What follows belongs to an exercise in optimizing a design on an open flow for small area, a short achievable clock period and few clock cycles per item; a production flow would make more cautious choices. Only simulation tests tie the RTL to the original design; equivalence was not proved.

==> flow/design.v (outline; a module is shown in full before it is edited, if it fits) <==
// module loop_pv: 1428 lines
// module bk_add: 41 lines
// module bk_add2: 44 lines
module loop_pv (
    input  wire         clk,
    input  wire         rst,
    input  wire [511:0] coef_c,
    input  wire [79:0]  coef_s,
    input  wire [1:0]   bq_en,
    input  wire [30:0]  ilim,
    input  wire [31:0]  fe_max,
    input  wire         start,
    input  wire         pos_en,
    input  wire [63:0]  p_set,      
    input  wire [63:0]  pos_fb,     
    input  wire [63:0]  v_set,      
    input  wire [63:0]  a_set,      
    input  wire [31:0]  v_fb,       
    output reg          ready,
    output reg          done,
    output reg  [31:0]  ep,
    output reg  [31:0]  vref,
    output reg  [31:0]  iqref,
    output reg          sat,
    output reg          sat_evt,
    output reg          fe
);
  // ...
==> flow/flow/run.sh <==
#!/bin/bash
# The standard layout (the standard.sh: standard synthesis, then ORFS to
# the final layout), with one change: the port buffers that global placement
# inserts on every input and output are sky130_fd_sc_hd__buf_1 instead of the
# default choice. The make output goes to standard.log; ORFS writes each
# step's log under orfs/logs/.
set -euo pipefail
bash standard.sh "BUFFER_PORTS_ARGS=-buffer_cell sky130_fd_sc_hd__buf_1" finish > standard.log 2>&1
==> flow/standard.sh <==
#!/bin/bash
# synth_recipe.tcl (not shown) runs the flow's synth.tcl, then flattens the netlist and writes it again
# the make line also repeats each setting of config.mk as NAME=value (left out here)
make -C /OpenROAD-flow-scripts/flow DESIGN_CONFIG=/design/flow/config.mk WORK_HOME=/design/flow/orfs CLKGATE_MAP_FILE= SYNTH_SCRIPT=/design/flow/synth_recipe.tcl "${@:-finish}"
==> flow/config.mk <==
export PLATFORM = sky130hd
export DESIGN_NAME = loop_pv
export DESIGN_NICKNAME = loop_pv
export VERILOG_FILES = /design/flow/design.v
export SDC_FILE = /design/flow/constraint.sdc
export NUM_CORES = 4
export LEC_CHECK = 0
export ABC_AREA = 1
export CAP_MARGIN = 20
export CORE_MARGIN = 2
export CORE_UTILIZATION = 40
export CTS_BUF_LIST = sky130_fd_sc_hd__clkbuf_8
export SLEW_MARGIN = 20
==> flow/constraint.sdc <==
create_clock -name core_clock -period 50.0 [get_ports {clk}]
set_input_delay 10.0000 -clock core_clock [delete_from_list [all_inputs] [get_ports {clk}]]
set_output_delay 10.0000 -clock core_clock [all_outputs]
set_load 0.01 [all_outputs]
==> run notes, run 1 <==
met3 wire length=around 40000 µm; final net count=13900; crit path capture type=output pin; CTS tree=yes; crit-path cells=buf_1; Multi-In Gates=7632; wire length on met1=157000 µm; total global-route track usage=33.2%; leading area contributor after synthesis=edfxtp_1; initial core utilization=40.3%; cts bufs inserted=196; number of non-clock buffers=1172; post-synthesis sequential area ratio=between 30% and 40%; Compound-Gate Fraction of Synth Area=14.5%; outcome=finished clean; startpoint types=flop; Worst Clk Skew=0.0827 ns; top cell type's share of synthesized area=21.0%; Residual DRC=0; Final period util=a little under a quarter; post-route ant nets=0; worst reg2reg path depth=44; Final Max Tran Viols=0; final wirelength=400000 µm; critical path class=reg -> out; clkbuf count=231; Syn Nets=13200; WHS Endpoint=ms2[1]$_DFF_P_; flop-to-flop setup slack=38.42 ns; Post-Synth Simple-Gate Area=between 15 and 20%; Clock Latency Late Sink=1.01 ns; share of layout cells above drive strength 1=approximately 5.5%
Testbench counts, summed over its fixed seeds: cycles 76,622, items 8,000.
==> run 2: changes to the inputs <==
--- a/flow/design.v
+++ b/flow/design.v
@@ -50,42 +50,49 @@
     reg  [1:0]  bqe;          
     reg         z_kiv;        
     reg         z_aff;        
     reg         pe2;          
     reg         z_aw;         
     reg         ro0, ro1;     
     reg  [4:0]  nz0, nz1;     
     reg         qe0, qe1;     
-    reg  [63:0] pr;           
-    reg  [63:0] fr;           
+    reg  [39:0] pr;           
+    reg  [39:0] fr;           
+    reg         pb;           
+    reg         pd;           
     reg  [31:0] vsv;          
     reg  [32:0] acv;          
     reg  [31:0] vfb;
     reg  signed [31:0] acs_h;     
     reg  signed [31:0] ep_c;  
     reg         i_ok, vc_ok, q0_ok, q1_ok;
     reg  signed [64:0] i_int;     
     reg  signed [31:0] vcorr;
     reg  signed [31:0] x1_0, x2_0, y1_0, y2_0;
     reg  signed [31:0] x1_1, x2_1, y1_1, y2_1;
     reg  signed [64:0] acc;       
     reg  signed [31:0] vr;        
     reg  signed [31:0] u;         
+    reg         c_hi, c_lo;       
+    reg         ev_ok, ev_neg;    
     reg  [30:0] ilim_r;
     reg  [31:0] nilim;            
     reg  signed [31:0] mc;
     reg         [4:0]  ms;
     reg  signed [64:0] prod;
     reg         [4:0]  ms2;
     wire take = start && ready;
-    wire [63:0] dpos;                                     
-    bk_add #(64) a_dpos (.a(pr), .b(~fr), .ci(1'b1), .s(dpos), .co());
+    wire [23:0] dlo;                                      
+    wire        dlo_c;
+    bk_add #(24) a_dlo24 (.a(p_set[23:0]), .b(~pos_fb[23:0]), .ci(1'b1), .s(dlo), .co(dlo_c));
+    wire [39:0] dhi;                                      
+    bk_add #(40) a_dpos (.a(pr), .b(~fr), .ci(!pb), .s(dhi), .co());
     wire [40:0] ep_w;
-    bk_add #(41) a_epw (.a({dpos[63], dpos[63:24]}), .b(41'd0), .ci(dpos[23]), .s(ep_w), .co());
+    bk_add #(41) a_epw (.a({dhi[39], dhi}), .b(41'd0), .ci(pd), .s(ep_w), .co());
     wire signed [31:0] ep_cv = (ep_w[40:31] == {10{ep_w[40]}}) ? ep_w[31:0] :
                                (ep_w[40] ? MIN32 : MAX32);
     wire [31:0] fe_m = ep_c ^ {32{ep_c[31]}};
     wire        fe_gt, fe_ge;
     bk_add2 #(32) a_fe (.a(fe_m), .b(~fe_max), .s0(), .s1(), .co0(fe_gt), .co1(fe_ge));
     wire fe_n = (fe_max != 32'd0) && (ep_c[31] ? fe_ge : fe_gt);
     wire [28:0] vs_w;
     bk_add #(29) a_vs (.a({vsv[28], vsv[28:1]}), .b(29'd0), .ci(vsv[0]), .s(vs_w), .co());
@@ -94,19 +101,16 @@
     bk_add #(33) a_acs (.a({acv[32], acv[32:1]}), .b(33'd0), .ci(acv[0]), .s(acs_w), .co());
     wire [31:0] acs_cv = (acs_w[32] == acs_w[31]) ? acs_w[31:0] :
                          (acs_w[32] ? MIN32 : MAX32);
     wire [32:0] ev_w = {vr[31], vr} - {vfb[31], vfb};
     wire [31:0] nilim_n;
     bk_add #(32) a_nil (.a(~{1'b0, ilim_r}), .b(32'd0), .ci(1'b1), .s(nilim_n), .co());
     wire [32:0] d_hi = {2'b00, ilim_r} - {u[31], u};      
     wire [32:0] d_lo = {nilim[31], nilim} - {u[31], u};   
-    wire [32:0] e_lo = {u[31], u} + {2'b00, ilim_r};      
-    wire        c_hi = d_hi[32];                          
-    wire        c_lo = e_lo[32];                          
     wire [31:0] iq   = c_hi ? {1'b0, ilim_r} : c_lo ? nilim : u;
     wire signed [31:0] x1_0r = q0_ok ? x1_0 : 32'sd0;
     wire signed [31:0] x2_0r = q0_ok ? x2_0 : 32'sd0;
     wire signed [31:0] y1_0r = q0_ok ? y1_0 : 32'sd0;
     wire signed [31:0] y2_0r = q0_ok ? y2_0 : 32'sd0;
     wire signed [31:0] x1_1r = q1_ok ? x1_1 : 32'sd0;
     wire signed [31:0] x2_1r = q1_ok ? x2_1 : 32'sd0;
     wire signed [31:0] y1_1r = q1_ok ? y1_1 : 32'sd0;
@@ -114,20 +118,19 @@
     reg  x_ep, x_vs, x_ev, x_acs, x_u, x_aw;
     reg  x_x10, x_x20, x_y10, x_y20, x_x11, x_x21, x_y11, x_y21;
     wire [31:0] mx_e = ({32{x_ep}}  & ep_c)  | ({32{x_vs}}  & vsv)   | ({32{x_acs}} & acs_h) |
                        ({32{x_u}}   & u)     |
                        ({32{x_x10}} & x1_0r) | ({32{x_x20}} & x2_0r) |
                        ({32{x_y10}} & y1_0r) | ({32{x_y20}} & y2_0r) |
                        ({32{x_x11}} & x1_1r) | ({32{x_x21}} & x2_1r) |
                        ({32{x_y11}} & y1_1r) | ({32{x_y21}} & y2_1r);
-    wire        ev_ok = (ev_w[32] == ev_w[31]);
     wire signed [32:0] mx = {mx_e[31], mx_e} |
                             ({33{x_ev && ev_ok}}  & {ev_w[31], ev_w[31:0]}) |
-                            ({33{x_ev && !ev_ok}} & (ev_w[32] ? {1'b1, MIN32} : {1'b0, MAX32})) |
+                            ({33{x_ev && !ev_ok}} & (ev_neg ? {1'b1, MIN32} : {1'b0, MAX32})) |
                             ({33{x_aw && c_hi}}   & d_hi) |
                             ({33{x_aw && c_lo}}   & d_lo);
     wire [32:0] bm_ae = {mc, 1'b0};
     wire [33:0] bm_bx = {mx[32], mx};
     wire bm_one0 = bm_ae[1] ^ bm_ae[0];
     wire bm_two0 = (bm_ae[2] & ~bm_ae[1] & ~bm_ae[0]) | (~bm_ae[2] & bm_ae[1] & bm_ae[0]);
     wire bm_neg0 = bm_ae[2];
     wire [33:0] bm_pp0 = (({34{bm_one0}} & bm_bx) | ({34{bm_two0}} & {bm_bx[32:0], 1'b0})) ^ {34{bm_neg0}};
@@ -1214,16 +1217,25 @@
     wire        [65:0] ya  = {{2{base[63]}}, base};
     wire        [65:0] yb  = {{2{opnd[63]}}, opnd};
     wire        [65:0] ys  = ya ^ yb ^ 66'h8000;
     wire        [65:0] yc  = {(ya[64:0] & yb[64:0]) |
                               ((ya[64:0] | yb[64:0]) & 65'h8000), 1'b0};
     wire        [65:0] y_f;
     bk_add #(66) a_y (.a(ys), .b(yc), .ci(cin), .s(y_f), .co());
     wire        [49:0] y_w  = y_f[65:16];
+    wire               y_in = (y_w[49:31] == {19{y_w[49]}});    
+    wire signed [31:0] y_v  = y_w[31:0];
+    wire signed [31:0] ilim_p = {1'b0, ilim_r};
+    wire signed [31:0] ilim_m = nilim;
+    wire        c_hi_n = y_in ? (y_v > ilim_p) : (!y_w[49] && ilim_r != 31'h7FFF_FFFF);
+    wire        c_lo_n = y_in ? (y_v < ilim_m) : y_w[49];
+    wire [32:0] evd    = {y_v[31], y_v} - {vfb[31], vfb};
+    wire        ev_ok_n  = y_in ? (evd[32] == evd[31]) : (y_w[49] ? (vfb[31] || vfb == 32'd0) : !vfb[31]);
+    wire        ev_neg_n = y_in ? evd[32] : y_w[49];
     wire signed [31:0] y_n  = (y_w[49:31] == {19{y_w[49]}}) ? y_w[31:0] :
                               (y_w[49] ? MIN32 : MAX32);
     wire q_last   = (t == 5'd10 && !ro0) || (t == 5'd6 && ro0) ||
                     (t == 5'd15 && !ro1) || (t == 5'd11 && ro1);
     function [2:0] q_pos(input ro, input [2:0] k);        
         q_pos = ro ? ((k == 3'd0) ? 3'd4 : k - 3'd1) : k;
     endfunction
     function [2:0] q_k(input ro, input [2:0] pos);
@@ -1330,18 +1342,20 @@
         b_ii   <= (t == T_KIV) || (t == T_KPV) || (t == T_AW);
         b_acc  <= (t == T_AFF) || (t >= 5'd6 && t <= 5'd10 && t != q0_first) ||
                   (t >= 5'd11 && t <= 5'd15 && t != q1_first);
         neg    <= (t == 5'd9) || (t == 5'd10) || (t == 5'd14) || (t == 5'd15);
         w_acc  <= (t == T_KPV) || (t == T_AFF) || (t >= 5'd6 && t <= 5'd15);
         w_uy   <= (t == T_AFF) || (t == T_KPV && z_aff) || q_last;
         qe0    <= (t == 5'd10 && !ro0) || (t == 5'd6 && ro0);
         qe1    <= (t == 5'd15 && !ro1) || (t == 5'd11 && ro1);
-        pr <= p_set;
-        fr <= pos_fb;
+        pr <= p_set[63:24];
+        fr <= pos_fb[63:24];
+        pb <= !dlo_c;
+        pd <= dlo[23];
         if (cv) begin
             ep_c <= ep_cv;
             vsv  <= vs_cv;
             acv  <= {1'b0, acs_cv};
         end else if (!opb || t == T_KPV) begin
             vsv <= {3'd0, v_set[63:35]};
             acv <= a_set[63:31];
         end
@@ -1360,32 +1374,40 @@
                 fe <= fe_n;
             end
         end
         case (t2)
             T_POS: begin
                 vcorr <= y_n;
                 vc_ok <= 1'b1;
             end
-            T_VFF:  vr    <= y_n;
+            T_VFF: begin
+                vr     <= y_n;
+                ev_ok  <= ev_ok_n;
+                ev_neg <= ev_neg_n;
+            end
             T_KIV: begin
                 i_int <= sum;
                 i_ok  <= 1'b1;
             end
             T_AW: begin
                 i_int   <= sum;
                 i_ok    <= 1'b1;
                 iqref   <= iq;
                 sat     <= c_hi || c_lo;
                 sat_evt <= (c_hi || c_lo) && !sat;
             end
             default: ;
         endcase
         if (w_acc) acc <= sum;
-        if (w_uy)  u   <= y_n;
+        if (w_uy) begin
+            u    <= y_n;
+            c_hi <= c_hi_n;
+            c_lo <= c_lo_n;
+        end
         if (qe0) begin
             x2_0 <= x1_0r;  x1_0 <= u;  y2_0 <= y1_0r;  y1_0 <= y_n;  q0_ok <= 1'b1;
         end
         if (qe1) begin
             x2_1 <= x1_1r;  x1_1 <= u;  y2_1 <= y1_1r;  y1_1 <= y_n;  q1_ok <= 1'b1;
         end
         if (rst) begin
             t       <= T_NOP;
==> run notes, run 2 <==
final net count=15400 (+10%); total of max-cap violations=0; Final Hold Fails=0; Avg Inst Size Synth=7.71 µm²; final wirelength=461000 µm (+15%); Critical Path AT=2.02 ns; post-route ant nets=0 (unchanged); area grow syn2layout=11.5%; Worst Clk Skew=0.0828 ns (+0.0000426 ns); Final WS setup=approximately 38 ns; synth cell count leaders=nand2_1, inv_1, nand3_1, o21ai_0, edfxtp_1; Top Registers=acc: 65 flops, i_int: 65 flops, prod: 65 flops; Ys Warns=10; outcome=finished clean; Post-CTS Resized=0; worst slack, placed=37.48 ns; Least-Margin Pin Slew=about 1.3 ns; Clock Tree Buf Depth=3; DRT iter0 DRCs=11800; Slew headroom=10.1%; initial antenna violation count=106; family with the most delay on the worst path=buffers and inverters; largest net degree at the start of global routing=112; initial core utilization=40.2% (-0.14 points); Compound-Gate Fraction of Synth Area=10.7% (-3.8 points); Adder-Cell Fraction of Synth Area=19.9%; Final period util=24.0% (+0.54 points); commonest cells after routing, fill and taps aside=nand2_1, inv_1, nand3_1; share of layout cells above drive strength 1=4.92% (-0.58 points); met2 WL=193000 µm; Synth Flop Type=edfxtp_1; Residual DRC=0 (unchanged); Crit path largest cell delay=0.68 ns; Crit Path Max Fanout=3; flop-to-flop setup slack=39.05 ns (+0.63 ns); Post-synth EDFFs=646; placed cells=16200; TritonCTS Sinks=1063; Post-Synth Simple-Gate Area=24.4% (+8.7 points); # IOs=1050; die width=approximately 500 µm; H-tree Lvls=4; ranking of synthesized cells by area=edfxtp_1, nand2_1, fa_1; CTS Hold Bufs=0; mux cell area share after synthesis=~1.1%; WL/cell=27.4 µm; crit path capture type=output pin; clock period minus worst slack=12.02 ns; Worst Hold Depth=0; Post-DP HPWL=between 300000 and 400000 µm; die area=245000 µm²; Slowest-stage cell, CP=buf_1; FP Rows=180; fin area=107000 µm²; CTS tree=yes; max layer used=met5; count leader, synth=nand2_1; HP Class=reg -> reg; crit-path cells=buf_1; grt total ovfl=0; IO Port Bufs=983; critical path class=reg -> out; Via density=roughly 5.7; RePlAce Congestion=1.06; RSZ-0062 raised after global routing=false; Mapped Cells=roughly 13000; vertical die dimension=between 400 and 500 µm; CP Data Required Time=approximately 40 ns; Setup TNS=0 ns; synthesized area=96400 µm²; top cell type's share of synthesized area=20.1% (-0.87 points); post-synthesis sequential area ratio=28.8% (-2.3 points); r2r endpoint=prod[62]$_DFF_P_; Netlist cell types=78; FMAX=0.0832 GHz; fill count=around 25000; vias=95500; final std cells w/o fill=16800; Placed Area=between 100000 and 150000 µm²; r2r startpoint=vfb[2]$_DFFE_PN_; WHS Endpoint=ms2[0]$_DFF_P_; met3 wire length=52600 µm (+31%); CP bufs+invs=1; worst hold slack=0.327 ns; Syn Nets=14700 (+11%); Seq cells post-synth=~1100; cts bufs inserted=185 (-5.6%); largest family of logic cells by synthesized area=simple AND/OR/NAND/NOR gates; Post-CTS Setup Bufs=0; CTS Root Cell=clkbuf_8; final setup vio count=0; Reg clk slew, reported paths=around 0.060 ns; fraction of registers with async set/reset=0%; first-pass GRT wire length=647000 µm; drt pass-1 iters=8; Final Max Tran Viols=0 (unchanged); Clock Latency Late Sink=1.02 ns (about the same); post-synthesis xor/xnor area fraction=~5.6%; startpoint types=flop; wire length on met1=174000 µm (+11%); leading area contributor after synthesis=edfxtp_1; core box area=around 240000 µm²; worst reg2reg path depth=44 (unchanged); min-delay src=ms[0]$_DFF_P_; total global-route track usage=36.8% (+3.6 points); most common cell after layout, fill and taps aside=nand2_1; number of global-route vias before repair=89300
run 2: cell types whose count changed in the layout (fill, tap and decap cells not counted), moves of 40 or more:
cell / before / now
nand2_1: 2004 / 3149
nand3b_1: 7 / 159
o22ai_1: 351 / 251
o211ai_1: 339 / 65
ha_1: 563 / 621
diode_2: 66 / 248
inv_1: 1751 / 1700
xor2_1: 717 / 516
nand3_1: 531 / 1123
dfxtp_1: 453 / 405
nand4_1: 102 / 144
nor2_1: 481 / 521
run 2: kinds of logic (layout without fill, tap and decap cells):
family          after synthesis  in the layout
compound gates             1765           1765
xor+xnor                    620            620
fa+ha+maj                  1190           1190
buf+inv                    2338           3224
flops                      1063           1063
mux                         107            107
other cells                   0            248
simple gates               5430           5430
run 2: worst max-delay path by stage:
stage                           startpoint          to  slack, ns  cells past startpoint
after detailed placement         pos_fb[4]  pd$_DFF_P_      37.48                     10
after CTS                 ready$_SDFF_PP1_       ready      37.94                      1
after global routing      ready$_SDFF_PP1_       ready      37.86                      1
after global placement           pos_fb[4]  pd$_DFF_P_      37.45                     10
final                     ready$_SDFF_PP1_       ready      37.98                      1
after floorplan                  pos_fb[1]  pd$_DFF_P_      38.42                     10
run 2: final cells by class:
type                       instances  area (µm²)  share of cell area, %
tap                             3185        3990                   3.71
timing repair buffer            1184        5200                   4.84
antenna                          248         621                  0.577
multi-input combinational       9112       59800                   55.7
clock buffer                     204        2810                   2.61
sequential                      1063       27800                   25.8
inverter                        1693        6360                   5.92
clock inverter                   143         911                  0.847
run 2: through the flow:
step / utilization, %
floorplan: -
global placement: 42.9
detailed placement: 42.9
CTS: 44.5
global route: 44.7
finish: 44.8
run 2: layer usage:
metal	up-vias	global-route usage, %
met5	-	0
met4	48	27.7
met3	1276	10.7
met2	5534	53.6
met1	45500	46.0
li1	43100	-
Testbench counts of run 2, summed over its fixed seeds: cycles 76,622, items 8,000.

separate check: timing with driven ports:
Ports are ideal in the flow. The routed layouts listed here were re-timed in OpenROAD.
Step 1 sets driving cells, clkbuf_16 on the clock port and buf_2 on the other inputs (assumed; they add their load-dependent delay and slew).
Step 2 times the ports against the registers' clock, not the clock port: input delays grow and output delays shrink by t, the midpoint of the rising clock arrivals with the driver on.
Slacks: ideal / step 1 / step 2; pairs: ideal / step 1.
run	shift t [ns]	setup slack, ns	worst setup path at the end	clock arrival spread, ns	pins driven straight from the clock port
run 1	1.073	38.244 / 38.149 / 37.590	input to register	0.089 / 0.089	1
run 2	1.071	37.977 / 37.885 / 37.316	input to register	0.084 / 0.084	1
After both steps every run listed still meets setup and hold. The setup slack of run 2, which loses most, moves by -0.092 ns with the drivers and by -0.661 ns with both steps.
